Background: an optimization exercise with open tools, aiming at small area, a short achievable clock period and few clock cycles. Do not read the settings as production practice. In this exercise RTL edits were held to simulation tests only and were not proved equivalent to the original. No activity file was given, so power comes from the tool's default toggle rates.

==> wip/pepper: inputs <==
// par_core
module par_core (
    input  wire         clk,
    input  wire         rst,
    input  wire         cmd_valid,
    output wire         cmd_ready,
    input  wire [7:0]   cmd_op,
    input  wire [7:0]   cmd_k,
    input  wire [7:0]   cmd_e1,
    input  wire [7:0]   cmd_e2,
    input  wire [15:0]  cmd_ncols,
    input  wire         in_valid,
    output wire         in_ready,
    input  wire [63:0] in_data,
    output wire         out_valid,
    input  wire         out_ready,
    output wire [63:0] out_data,
    output wire         done,
    output wire [1:0]   done_status,
    output wire [1:0]   done_result
);
==> flow/config.mk <==
export PLATFORM = sky130hd
export DESIGN_NAME = par_core
export DESIGN_NICKNAME = par_core
export VERILOG_FILES = /design/flow/design.v
export SDC_FILE = /design/flow/constraint.sdc
export NUM_CORES = 4
export LEC_CHECK = 0
export CAP_MARGIN = 20
export CORE_MARGIN = 2
export CORE_UTILIZATION = 60
export PLACE_DENSITY = 0.75
export SLEW_MARGIN = 20
==> flow/constraint.sdc <==
create_clock -name core_clock -period 10.0 [get_ports {clk}]
set_input_delay 2.0000 -clock core_clock [delete_from_list [all_inputs] [get_ports {clk}]]
set_output_delay 2.0000 -clock core_clock [all_outputs]
set_load 0.01 [all_outputs]
standard.sh (not shown) runs the stock make flow with config.mk's settings and CLKGATE_MAP_FILE= SYNTH_SCRIPT=/design/flow/synth_recipe.tcl, a recipe that flattens the netlist after the stock synthesis.
==> flow/flow/run.sh <==
#!/bin/bash
# The standard layout (the standard.sh, unchanged synthesis and steps),
# with plain buffers instead of the default delay cells on the ports.
export BUFFER_PORTS_ARGS="-buffer_cell sky130_fd_sc_hd__buf_1"
bash standard.sh > standard.log 2>&1
==> inputs of wip/juniper, as changes to wip/pepper <==
--- a/flow/design.v
+++ b/flow/design.v
@@ -25,46 +25,10 @@
                                     cg[8+b]  & d[8*j+1], cg[b]    & d[8*j+0]};
             end
         end
     endgenerate
 endmodule
-module gf_exp5 (input wire [4:0] i, output wire [7:0] o);
-    localparam [31:0] T0 = 32'h03a47101;
-    localparam [31:0] T1 = 32'h0748e202;
-    localparam [31:0] T2 = 32'h0d35b504;
-    localparam [31:0] T3 = 32'h19cf1b08;
-    localparam [31:0] T4 = 32'h303a4710;
-    localparam [31:0] T5 = 32'h60748e20;
-    localparam [31:0] T6 = 32'hc0e91c40;
-    localparam [31:0] T7 = 32'h81d23880;
-    assign o[0] = T0[i];
-    assign o[1] = T1[i];
-    assign o[2] = T2[i];
-    assign o[3] = T3[i];
-    assign o[4] = T4[i];
-    assign o[5] = T5[i];
-    assign o[6] = T6[i];
-    assign o[7] = T7[i];
-endmodule
-module gf_nexp5 (input wire [4:0] i, output wire [7:0] o);
-    localparam [31:0] T0 = 32'h09fe178d;
-    localparam [31:0] T1 = 32'h84ff0bc6;
-    localparam [31:0] T2 = 32'h4b81926e;
-    localparam [31:0] T3 = 32'h2c3edeba;
-    localparam [31:0] T4 = 32'h9fe178d0;
-    localparam [31:0] T5 = 32'h4ff0bc68;
-    localparam [31:0] T6 = 32'h27f85e34;
-    localparam [31:0] T7 = 32'h13fc2f1a;
-    assign o[0] = T0[i];
-    assign o[1] = T1[i];
-    assign o[2] = T2[i];
-    assign o[3] = T3[i];
-    assign o[4] = T4[i];
-    assign o[5] = T5[i];
-    assign o[6] = T6[i];
-    assign o[7] = T7[i];
-endmodule
 module gf_tinv5 (input wire [4:0] i, output wire [7:0] o);
     localparam [31:0] T0 = 32'he029166c;
     localparam [31:0] T1 = 32'h5f9d8454;
     localparam [31:0] T2 = 32'h524738ee;
     localparam [31:0] T3 = 32'hbe228668;
@@ -108,10 +72,16 @@
         input [7:0] x;
         begin
             gf2 = {x[6:0], 1'b0} ^ (x[7] ? 8'h1d : 8'h00);
         end
     endfunction
+    function [7:0] gfi;          
+        input [7:0] x;
+        begin
+            gfi = {1'b0, x[7:1]} ^ (x[0] ? 8'h8e : 8'h00);
+        end
+    endfunction
     function [4:0] inc5;
         input [4:0] x;
         begin
             inc5 = x ^ {&x[3:0], &x[2:0], &x[1:0], x[0], 1'b1};
         end
@@ -161,13 +131,14 @@
     wire       a_rec = (a_op == 2'd2);
     wire [4:0] kp1   = inc5(a_k);
     wire [4:0] km1   = dec5(a_k);
     wire       bad_any = j_opbad || j_kbad || j_ncbad;
     wire       q_bad_std = bad_any || !(j_e1ff && j_e2ff);
-    wire       rec_ok = !j_e1ff && !j_e1hi && !lt5(kp1, a_e1) &&
-                        (j_e2ff || (!j_e2hi && !lt5(kp1, a_e2) && (a_e1 != a_e2)));
-    wire       q_bad = a_rec ? (bad_any || !rec_ok) : q_bad_std;
+    reg        f_le1, f_le2, f_e12;
+    wire       rec_ok = !j_e1ff && !j_e1hi && f_le1 &&
+                        (j_e2ff || (!j_e2hi && f_le2 && !f_e12));
+    wire       q_bad = a_rec ? bad_any : q_bad_std;
     wire       e1_d  = lt5(a_e1, a_k);
     wire       e1_p  = (a_e1 == a_k);
     wire       e1lt  = lt5(a_e1, a_e2);
     wire       q_d1  = a_rec && e1_d;
     wire       q_d2  = a_rec && !a_e2n && lt5(a_e2, a_k);
@@ -196,22 +167,19 @@
     reg [1:0]   a_nout, a_w1, a_w2;
     reg         a_chk;
     reg [4:0]   a_dxy;
     reg [4:0]   a_mp, a_mq;       
     reg         f_fmp, f_fmq;     
-    reg         f_xy, f_xp, f_xq, f_x1, f_e1lt, f_e1d, f_e1p, f_pe, f_qe, f_km1e, f_km2e;
+    reg         f_xy, f_xp, f_xq, f_x1, f_e1lt, f_e1d, f_e1p, f_pe, f_qe;
     reg         f_d2;
     reg [4:0]   a_lom1, a_him1;   
     reg         a_adj;            
     reg [7:0]   b, k0;        
-    reg [7:0]   sm_a;         
-    reg [3:0]   sm_n;         
-    wire [7:0] t_gx, t_gnx, t_inv;
+    reg [4:0]   sm_n;         
+    wire [7:0] t_inv;
     wire [4:0] s_x = (f_e1d && (!f_d2 || f_e1lt)) ? a_e1 : a_e2;
-    reg  [4:0] a_x;
-    gf_exp5  u_gx  (.i(a_x),   .o(t_gx));
-    gf_nexp5 u_gnx (.i(a_x),   .o(t_gnx));
+    wire       w_x = f_xp || f_xq || f_xy;    
     gf_tinv5 u_ti  (.i(a_dxy), .o(t_inv));
     reg  [1:0] s_w1, s_w2;
     always @(*) begin
         if (f_xy) begin
             s_w1 = f_e1lt ? SRC_X : SRC_S1;
@@ -225,16 +193,17 @@
         end else begin
             s_w1 = f_e1p ? SRC_S0 : SRC_S1;
             s_w2 = f_e1p ? SRC_S1 : SRC_S0;
         end
     end
-    wire [4:0] km2   = dec5(km1);
-    wire [4:0] km3   = dec5(km2);
-    wire [4:0] s_ld  = !f_km1e ? km1 : !f_km2e ? km2 : km3;
+    wire [4:0] km2   = {a_k[4:1] ^ {~|a_k[3:1], ~|a_k[2:1], ~a_k[1], 1'b1}, a_k[0]};
+    wire       s_km1e = (a_e1 == a_mp) || (!a_e2n && a_e2 == a_mp);
+    wire       s_km2e = (a_e1 == a_mq) || (!a_e2n && a_e2 == a_mq);
+    wire [4:0] s_ld  = !s_km1e ? a_mp : !s_km2e ? a_mq : dec5(a_mq);
     wire [4:0] s_lm  = !f_qe ? kp1 : f_pe ? km1 : a_k;
     wire [4:0] s_lm2 = (!f_qe && !f_pe) ? a_k :
-                       (f_qe && f_pe) ? km2 : (f_km1e ? km2 : km1);
+                       (f_qe && f_pe) ? a_mq : (s_km1e ? a_mq : a_mp);
     wire [4:0] s_lo  = (a_e2n || f_e1lt) ? a_e1 : a_e2;
     wire [4:0] s_hi  = (a_e2n || !f_e1lt) ? a_e1 : a_e2;
     reg         a_valid;      
     reg         a_setup;      
     reg         a_setup2;
@@ -286,11 +255,11 @@
             crdy    <= 1'b1;
             a_valid <= 1'b0;
             a_setup <= 1'b0;
             a_setup2 <= 1'b0;
             a_start <= 1'b0;
-            sm_n    <= 4'd0;
+            sm_n    <= 5'd0;
             in_rdy  <= 1'b0;
             in_nrdy <= 1'b1;
             r_busy  <= 1'b0;
         end else begin
             if (!jv) begin
@@ -304,16 +273,17 @@
             if (go_dec || go_rec)
                 a_valid <= 1'b1;
             else if (fire && lastword)
                 a_valid <= 1'b0;
             a_setup <= decode && a_rec && !q_bad;
-            a_setup2 <= a_setup;
-            a_start <= (a_setup2 && !f_xy) || (sm_n == 4'd1);
-            if (a_setup2)
-                sm_n <= f_xy ? 4'd8 : 4'd0;
-            else if (sm_n != 4'd0)
-                sm_n <= sm_n - 4'd1;
+            a_setup2 <= a_setup && rec_ok;
+            a_start <= (a_setup2 && sm_n == 5'd0) ||
+                       (!a_setup2 && (sm_n != 5'd0) && (sm_n[4:1] == 4'd0 || sm_n == 5'd2));
+            if (a_setup)
+                sm_n <= (w_x && rec_ok) ? s_x : 5'd0;
+            else if (!a_setup2 && sm_n != 5'd0)
+                sm_n <= sm_n[4:1] != 4'd0 ? sm_n - 5'd2 : 5'd0;
             in_rdy  <= fire ? rdy_f : rdy_nf;
             in_nrdy <= fire ? !rdy_f : !rdy_nf;
             r_busy  <= r_keep || (fire && colend && (a_nout != 2'd0));
         end
         if (!jv)
@@ -323,11 +293,11 @@
                             ~|j_nc[7:0], ~|j_nc[6:0], ~|j_nc[5:0], ~|j_nc[4:0],
                             ~|j_nc[3:0], ~|j_nc[2:0], ~|j_nc[1:0], ~j_nc[0], 1'b1};
         if (decode) begin
             a_bad    <= q_bad;
             a_lm     <= a_op[1] ? kp1 : km1;             
-            a_lm2    <= a_op[1] ? a_k : dec5(km1);
+            a_lm2    <= a_op[1] ? a_k : km2;
             a_single <= q_single;
             a_nout   <= q_nout;
             a_chk    <= (a_op == 2'd3);
             a_w1     <= SRC_S0;
             a_w2     <= SRC_S1;
@@ -339,39 +309,43 @@
             f_e1lt   <= e1lt;
             f_e1d    <= e1_d;
             f_e1p    <= e1_p;
             f_pe     <= q_pe;
             f_qe     <= q_qe;
-            f_km1e   <= (a_e1 == km1) || (!a_e2n && a_e2 == km1);
-            f_km2e   <= (a_e1 == dec5(km1)) || (!a_e2n && a_e2 == dec5(km1));
+            f_le1    <= !lt5(kp1, a_e1);
+            f_le2    <= !lt5(kp1, a_e2);
+            f_e12    <= (a_e1 == a_e2);
             f_d2     <= q_d2;
             a_mp     <= a_op[1] ? km1 : 5'd31;      
             a_mq     <= a_op[1] ? a_k : 5'd31;      
             f_fmp    <= 1'b0;
             f_fmq    <= 1'b0;
             b        <= 8'h01;
             k0       <= 8'h00;
         end else if (a_setup) begin
+            a_bad    <= !rec_ok;
             a_lm     <= s_lm;
-            a_lm2    <= s_lm2;
-            a_mp     <= f_pe ? 5'd31 : s_ld;
-            a_mq     <= f_qe ? 5'd31 : f_pe ? s_ld : a_k;
+            a_mp     <= km1;
+            a_mq     <= km2;
             f_fmp    <= (a_fm == a_k);
             f_fmq    <= (a_fm == kp1);
             a_lom1   <= dec5(s_lo);
             a_him1   <= dec5(s_hi);
             a_adj    <= !a_e2n && (s_hi == inc5(s_lo));
             a_w1     <= s_w1;
             a_w2     <= s_w2;
-            a_x      <= s_x;
         end else if (a_setup2) begin
-            b        <= f_xp ? t_gnx : f_xy ? 8'h00 : 8'h01;
-            k0       <= f_xq ? t_gx : f_xy ? t_inv : 8'h00;
-            sm_a     <= t_gnx;
-        end else if (sm_n != 4'd0) begin
-            b        <= gf2(b) ^ (sm_a[7] ? k0 : 8'h00);
-            sm_a     <= {sm_a[6:0], 1'b0};
+            b        <= f_xy ? t_inv : 8'h01;
+            k0       <= f_xy ? t_inv : f_xq ? 8'h01 : 8'h00;
+            a_lm2    <= s_lm2;
+            a_mp     <= f_pe ? 5'd31 : s_ld;
+            a_mq     <= f_qe ? 5'd31 : f_pe ? s_ld : a_k;
+        end else if (sm_n != 5'd0) begin    
+            if (f_xq)
+                k0   <= (sm_n[4:1] != 4'd0) ? gf2(gf2(k0)) : gf2(k0);
+            else
+                b    <= (sm_n[4:1] != 4'd0) ? gfi(gfi(b)) : gfi(b);
         end
         if (decode)
             m <= a_fm;
         else if (fire)
             m <= colend ? a_fm : next_m;
==> comparison table <==
Final critical-path setup slack: wip/juniper 6.61 ns; wip/pepper 6.27 ns
Standard-cell rows: wip/juniper 87; wip/pepper 88
Status: wip/juniper complete, no violations; wip/pepper complete, no violations
Number of well taps: wip/juniper 756; wip/pepper 765
Fraction of synthesized cell area in xor and xnor cells: wip/juniper 0.188; wip/pepper 0.182
Yosys top cell area share: wip/juniper 0.316; wip/pepper 0.319
Power density normalized to cell area: wip/juniper 141 nW/um^2; wip/pepper 236 nW/um^2
Most prevalent standard cell on the critical path: wip/juniper sky130_fd_sc_hd__nor2_1; wip/pepper sky130_fd_sc_hd__ha_1
Synth Area in Simple Gates: wip/juniper 0.192; wip/pepper 0.191
Instance count after placement with tap cells included: wip/juniper 4526; wip/pepper 4625
Fraction of area in multi-input gates: wip/juniper 0.510; wip/pepper 0.511
Power dissipated by switching net loads: wip/juniper 1340 uW; wip/pepper 3120 uW
Cell area after synthesis: wip/juniper 33900 sq um; wip/pepper 34700 sq um
Internal power of the cells: wip/juniper 3810 uW; wip/pepper 5690 uW
Number of antenna violations at the first check in global routing: wip/juniper 0; wip/pepper 8
Global Route met2 Usage: wip/juniper 0.502; wip/pepper 0.506
Hold slack final: wip/juniper 0.349 ns; wip/pepper 0.340 ns
Worst Path Buf+Inv: wip/juniper 3; wip/pepper 1
Testbench counts of wip/pepper, summed over its fixed seeds: cycles 116,933.
Testbench counts of wip/juniper, summed over its fixed seeds: cycles 116,731.

[re-timing with driven ports]
The flow's constraints put no driver on any port. The routed layouts listed below were extracted and timed again, unchanged, in two steps.
Step 1 assumes that a clkbuf_16 drives the clock port and a buf_2 every other input.
Step 2 moves the port delays by t, midway between the first and last clock arrival at a register: inputs arrive t later, outputs are due t later. That takes back most of the time a late clock gives input paths.
Slacks: no drivers / after step 1 / after step 2; pairs: no drivers / after step 1.
run	shift t [ns]	slack for setup (ns)	worst data-port slew with drivers (ns)
wip/pepper	0.679	6.266 / 6.266 / 5.995	0.15
wip/juniper	0.689	6.611 / 6.611 / 6.119	0.05
After both steps every run listed still meets setup and hold. For wip/juniper, which loses most, drivers alone change the setup slack by 0.000 ns; drivers and shift together by -0.492 ns.
